Source: an optimization exercise on an open RTL-to-GDS flow (aim: small area). Production flows keep margins and buffers that such runs may drop.
The RTL was checked by simulation tests, not by an equivalence proof against the original design.
Power is estimated from default activity; no workload was simulated.

==> flow/design.v (excerpt) <==
module sd_channel (
    input  wire        clk,
    input  wire        rst,             
    input  wire        en,              
    input  wire [2:0]  cfg_order,       
    input  wire [8:0]  cfg_decim,       
    input  wire [6:0]  cfg_len,         
    input  wire        cfg_fen,         
    input  wire [5:0]  cfg_fr,          
    input  wire [3:0]  cfg_fcnt,        
    input  wire [15:0] cfg_fast_hi,     
    input  wire [15:0] cfg_fast_lo,     
    input  wire        sd_valid,        
    input  wire        sd_bit,
    input  wire        clr_stuck,       
    input  wire        clr_fast_trip,   
    output reg         res_valid,
    output wire [31:0] res_value,       
    output wire [7:0]  res_qual,        
    output wire [15:0] res_count,       
    output reg         fast_valid,
    output wire [15:0] fast_value,      
    output reg         stat_stuck,
    output reg         stat_fast_trip
);
Size: ~2800 cells after synthesis, ~890 flip-flops, about 0.032 mm2 of cells after synthesis.
==> flow/config.mk <==
export PLATFORM = sky130hd
export DESIGN_NAME = sd_channel
export DESIGN_NICKNAME = sd_channel
export VERILOG_FILES = /design/flow/design.v
export SDC_FILE = /design/flow/constraint.sdc
export NUM_CORES = 4
export LEC_CHECK = 0
export CAP_MARGIN = 20
export CORE_MARGIN = 2
export CORE_UTILIZATION = 40
export CTS_CLUSTER_SIZE = 22
export SLEW_MARGIN = 20
==> flow/constraint.sdc <==
create_clock -name core_clock -period 12.0 [get_ports {clk}]
set_input_delay 2.4000 -clock core_clock [delete_from_list [all_inputs] [get_ports {clk}]]
set_output_delay 2.4000 -clock core_clock [all_outputs]
set_load 0.01 [all_outputs]
run.sh (not shown) runs the stock make flow with config.mk's settings and CLKGATE_MAP_FILE= SYNTH_SCRIPT=/design/flow/synth_recipe.tcl, a recipe that flattens the netlist after the stock synthesis.
Rerun with:
CTS_CLUSTER_SIZE = not set   (was 22)
After rerunning:
- The new run finished clean
- wire length does not change
- die area is unchanged
- setup slack does not change
- count of clock-buffer cells in the layout stays the same
- synthesized cell count is unchanged
- total power is unchanged
Rerun with:
CTS_CLUSTER_SIZE = 28   (was not set)
=> Global-route usage does not change. Utilization stays the same. Clock skew is unchanged.

---

01-28:
Another version of the RTL of sd_channel (not shown whole).
Size: ~880 flip-flops, roughly 150 I/O pins.
Design sd_channel, start of the top module:
module sd_channel (
    input  wire        clk,
    input  wire        rst,             
    input  wire        en,              
    input  wire [2:0]  cfg_order,       
    input  wire [8:0]  cfg_decim,       
    input  wire [6:0]  cfg_len,         
    input  wire        cfg_fen,         
    input  wire [5:0]  cfg_fr,          
    input  wire [3:0]  cfg_fcnt,        
    input  wire [15:0] cfg_fast_hi,     
    input  wire [15:0] cfg_fast_lo,     
    input  wire        sd_valid,        
    input  wire        sd_bit,
    input  wire        clr_stuck,       
    input  wire        clr_fast_trip,   
    output reg         res_valid,
    output wire [31:0] res_value,       
    output wire [7:0]  res_qual,        
    output wire [15:0] res_count,       
    output reg         fast_valid,
    output wire [15:0] fast_value,      
    output reg         stat_stuck,
    output reg         stat_fast_trip
);
    wire clr  = rst | ~en;
    wire fclr = clr | ~cfg_fen;
    wire take = en & sd_valid & ~rst;
    reg  [2:0] ph;
    wire [2:0] ph_n;
    sd_inc #(.W(3)) u_ph (.a(ph), .ci(1'b1), .s(ph_n), .co());
    always @(posedge clk) ph <= ph_n;
    wire ph0 = (ph == 3'd0);
    wire ph1 = (ph == 3'd1);
    wire ph7 = (ph == 3'd7);
    reg        xnew;           
    reg        fst;            
    reg [6:0]  run;            
    reg [10:0] sc;             
    wire        same     = ~fst & (sd_bit == xnew);
    wire        run_sat  = &run;
    wire [6:0]  run_inc;
    sd_inc #(.W(7)) u_run (.a(run), .ci(~run_sat), .s(run_inc), .co());
    wire [6:0]  run_n    = same ? run_inc : 7'd0;
    wire        stuck_n  = &run_n;
    wire        stuck_end = ~fst & ~same & run_sat;
    wire        sc_sat   = &sc;
    wire [10:0] sc_inc;
    sd_inc #(.W(11)) u_sc (.a(sc), .ci(~sc_sat), .s(sc_inc), .co());
    wire [10:0] sc_n     = (fst | stuck_end) ? 11'd1 : sc_inc;
    wire [10:0] kr_a = cfg_order[2] ? {cfg_decim, 2'b00} :
                       cfg_order[1] ? {1'b0, cfg_decim, 1'b0} : 11'd0;
    wire [10:0] kr_b = cfg_order[0] ? {2'b00, cfg_decim} : 11'd0;
  ...
clock: 12.0 ns
lec_check: 0
cap_margin: 20
core_margin: 2
core_utilization: 40
cts_cluster_diameter: 90
cts_cluster_size: 30
slew_margin: 20
--- input diff 01-28..06-19 ---
- CTS_CLUSTER_SIZE changed from 30 to 40
- CTS_CLUSTER_DIAMETER changed from 90 to 60
## What came out
- No stage failed in 06-19, and the final checks on the layout all came back clean.
- STATUS static power due to leakage: 06-19 loses against 01-28
- The wire length of the first global-routing pass of 06-19 exceeds that of 01-28 by about 0.6%.
- Comparing 01-28 against 06-19, there is no change at all in total negative slack.
- Looking at 06-19 and 01-28, the largest stage delay on the critical path is a wash.
- The clock edge transition at the registers on the reported setup and hold paths was comparable across 06-19 and 01-28.
- Comparing 06-19 with 01-28, the total global routing track utilization came out essentially unchanged.
- Diff 01-28 -> 06-19: DRC violation count after routing has remained practically unchanged; number of design-rule violations left by the first detailed-router iteration -67.

---

## rev 12
Starting RTL as in the previous note.
==> flow/design.v (excerpt) <==
module sd_channel (
    input  wire        clk,
    input  wire        rst,             
    input  wire        en,              
    input  wire [2:0]  cfg_order,       
    input  wire [8:0]  cfg_decim,       
    input  wire [6:0]  cfg_len,         
    input  wire        cfg_fen,         
    input  wire [5:0]  cfg_fr,          
    input  wire [3:0]  cfg_fcnt,        
    input  wire [15:0] cfg_fast_hi,     
    input  wire [15:0] cfg_fast_lo,     
    input  wire        sd_valid,        
    input  wire        sd_bit,
    input  wire        clr_stuck,       
    input  wire        clr_fast_trip,   
    output reg         res_valid,
    output wire [31:0] res_value,       
    output wire [7:0]  res_qual,        
    output wire [15:0] res_count,       
    output reg         fast_valid,
    output wire [15:0] fast_value,      
    output reg         stat_stuck,
    output reg         stat_fast_trip
);
==> flow/config.mk <==
export PLATFORM = sky130hd
export DESIGN_NAME = sd_channel
export DESIGN_NICKNAME = sd_channel
export VERILOG_FILES = /design/flow/design.v
export SDC_FILE = /design/flow/constraint.sdc
export NUM_CORES = 4
export LEC_CHECK = 0
export ABC_AREA = 0
export CAP_MARGIN = 20
export CORE_MARGIN = 2
export CORE_UTILIZATION = 40
export CTS_CLUSTER_DIAMETER = 120
export CTS_CLUSTER_SIZE = 30
export SLEW_MARGIN = 20
==> flow/constraint.sdc <==
create_clock -name core_clock -period 12.0 [get_ports {clk}]
set_input_delay 2.4000 -clock core_clock [delete_from_list [all_inputs] [get_ports {clk}]]
set_output_delay 2.4000 -clock core_clock [all_outputs]
set_load 0.01 [all_outputs]
Rev 12 went all the way through the flow, and no timing, DRC or antenna check failed.
For rev 13, these inputs were changed with respect to rev 12:
- a change of ABC_AREA from 0 to 1
- a change of CORE_UTILIZATION from 40 to 60
- a change of CTS_CLUSTER_DIAMETER from 120 to 90
==> comparison <==
- Looking at highest achievable clock rate, rev 13 sits 2.0% below rev 12.
- Relative to rev 12, combinational logic power has gone up in rev 13.
- Taking rev 12 as the reference, in rev 13 critical-path maximum fanout higher, clock power share saw an increase.
- Relative to rev 12, critical path depth has gone up in rev 13.
- Against rev 12 as the reference, rev 13 delivers a lower wire length of the first global-routing pass.
- Diff rev 12 -> rev 13 | total die area | down by more than a quarter

[afterwards: timing with drivers on the ports]
The results above use ideal ports. As a check the final layouts listed here were re-extracted and re-timed, cells and wires unchanged.
Step 1 assumes that a clkbuf_16 drives the clock port and a buf_2 every other input.
Step 2, shift: input delay + t, output delay - t, t = (earliest + latest rising clock arrival at the registers) / 2. This alone moves slack from input paths to output paths.
a / b / c = ideal ports / drivers / drivers and shift; a / b = the first two.
| run | shift t [ns] | slack for setup (ns) | worst hold slack (ns) | latest minus earliest clock arrival (ns) |
|---|---|---|---|---|
| the first run of note 1 | 0.689 | 0.856 / 0.881 / 0.192 | 0.311 / 0.311 / 0.311 | 0.022 / 0.022 |
| the second run of note 1 | 0.689 | 0.856 / 0.881 / 0.192 | 0.311 / 0.311 / 0.311 | 0.022 / 0.022 |
| the third run of note 1 | 0.689 | 0.856 / 0.881 / 0.192 | 0.311 / 0.311 / 0.311 | 0.022 / 0.022 |
| 01-28 | 0.653 | 0.959 / 0.936 / 0.284 | 0.321 / 0.321 / 0.321 | 0.034 / 0.035 |
| 06-19 | 0.682 | 1.025 / 1.005 / 0.323 | 0.309 / 0.309 / 0.309 | 0.047 / 0.048 |
| rev 12 | 0.653 | 0.953 / 0.934 / 0.282 | 0.313 / 0.313 / 0.313 | 0.038 / 0.037 |
| rev 13 | 0.643 | 0.731 / 0.767 / 0.124 | 0.314 / 0.314 / 0.314 | 0.040 / 0.040 |
After both steps setup and hold are still met in every run listed. The setup slack of 06-19, which loses most, moves by -0.020 ns with the drivers and by -0.702 ns with both steps.
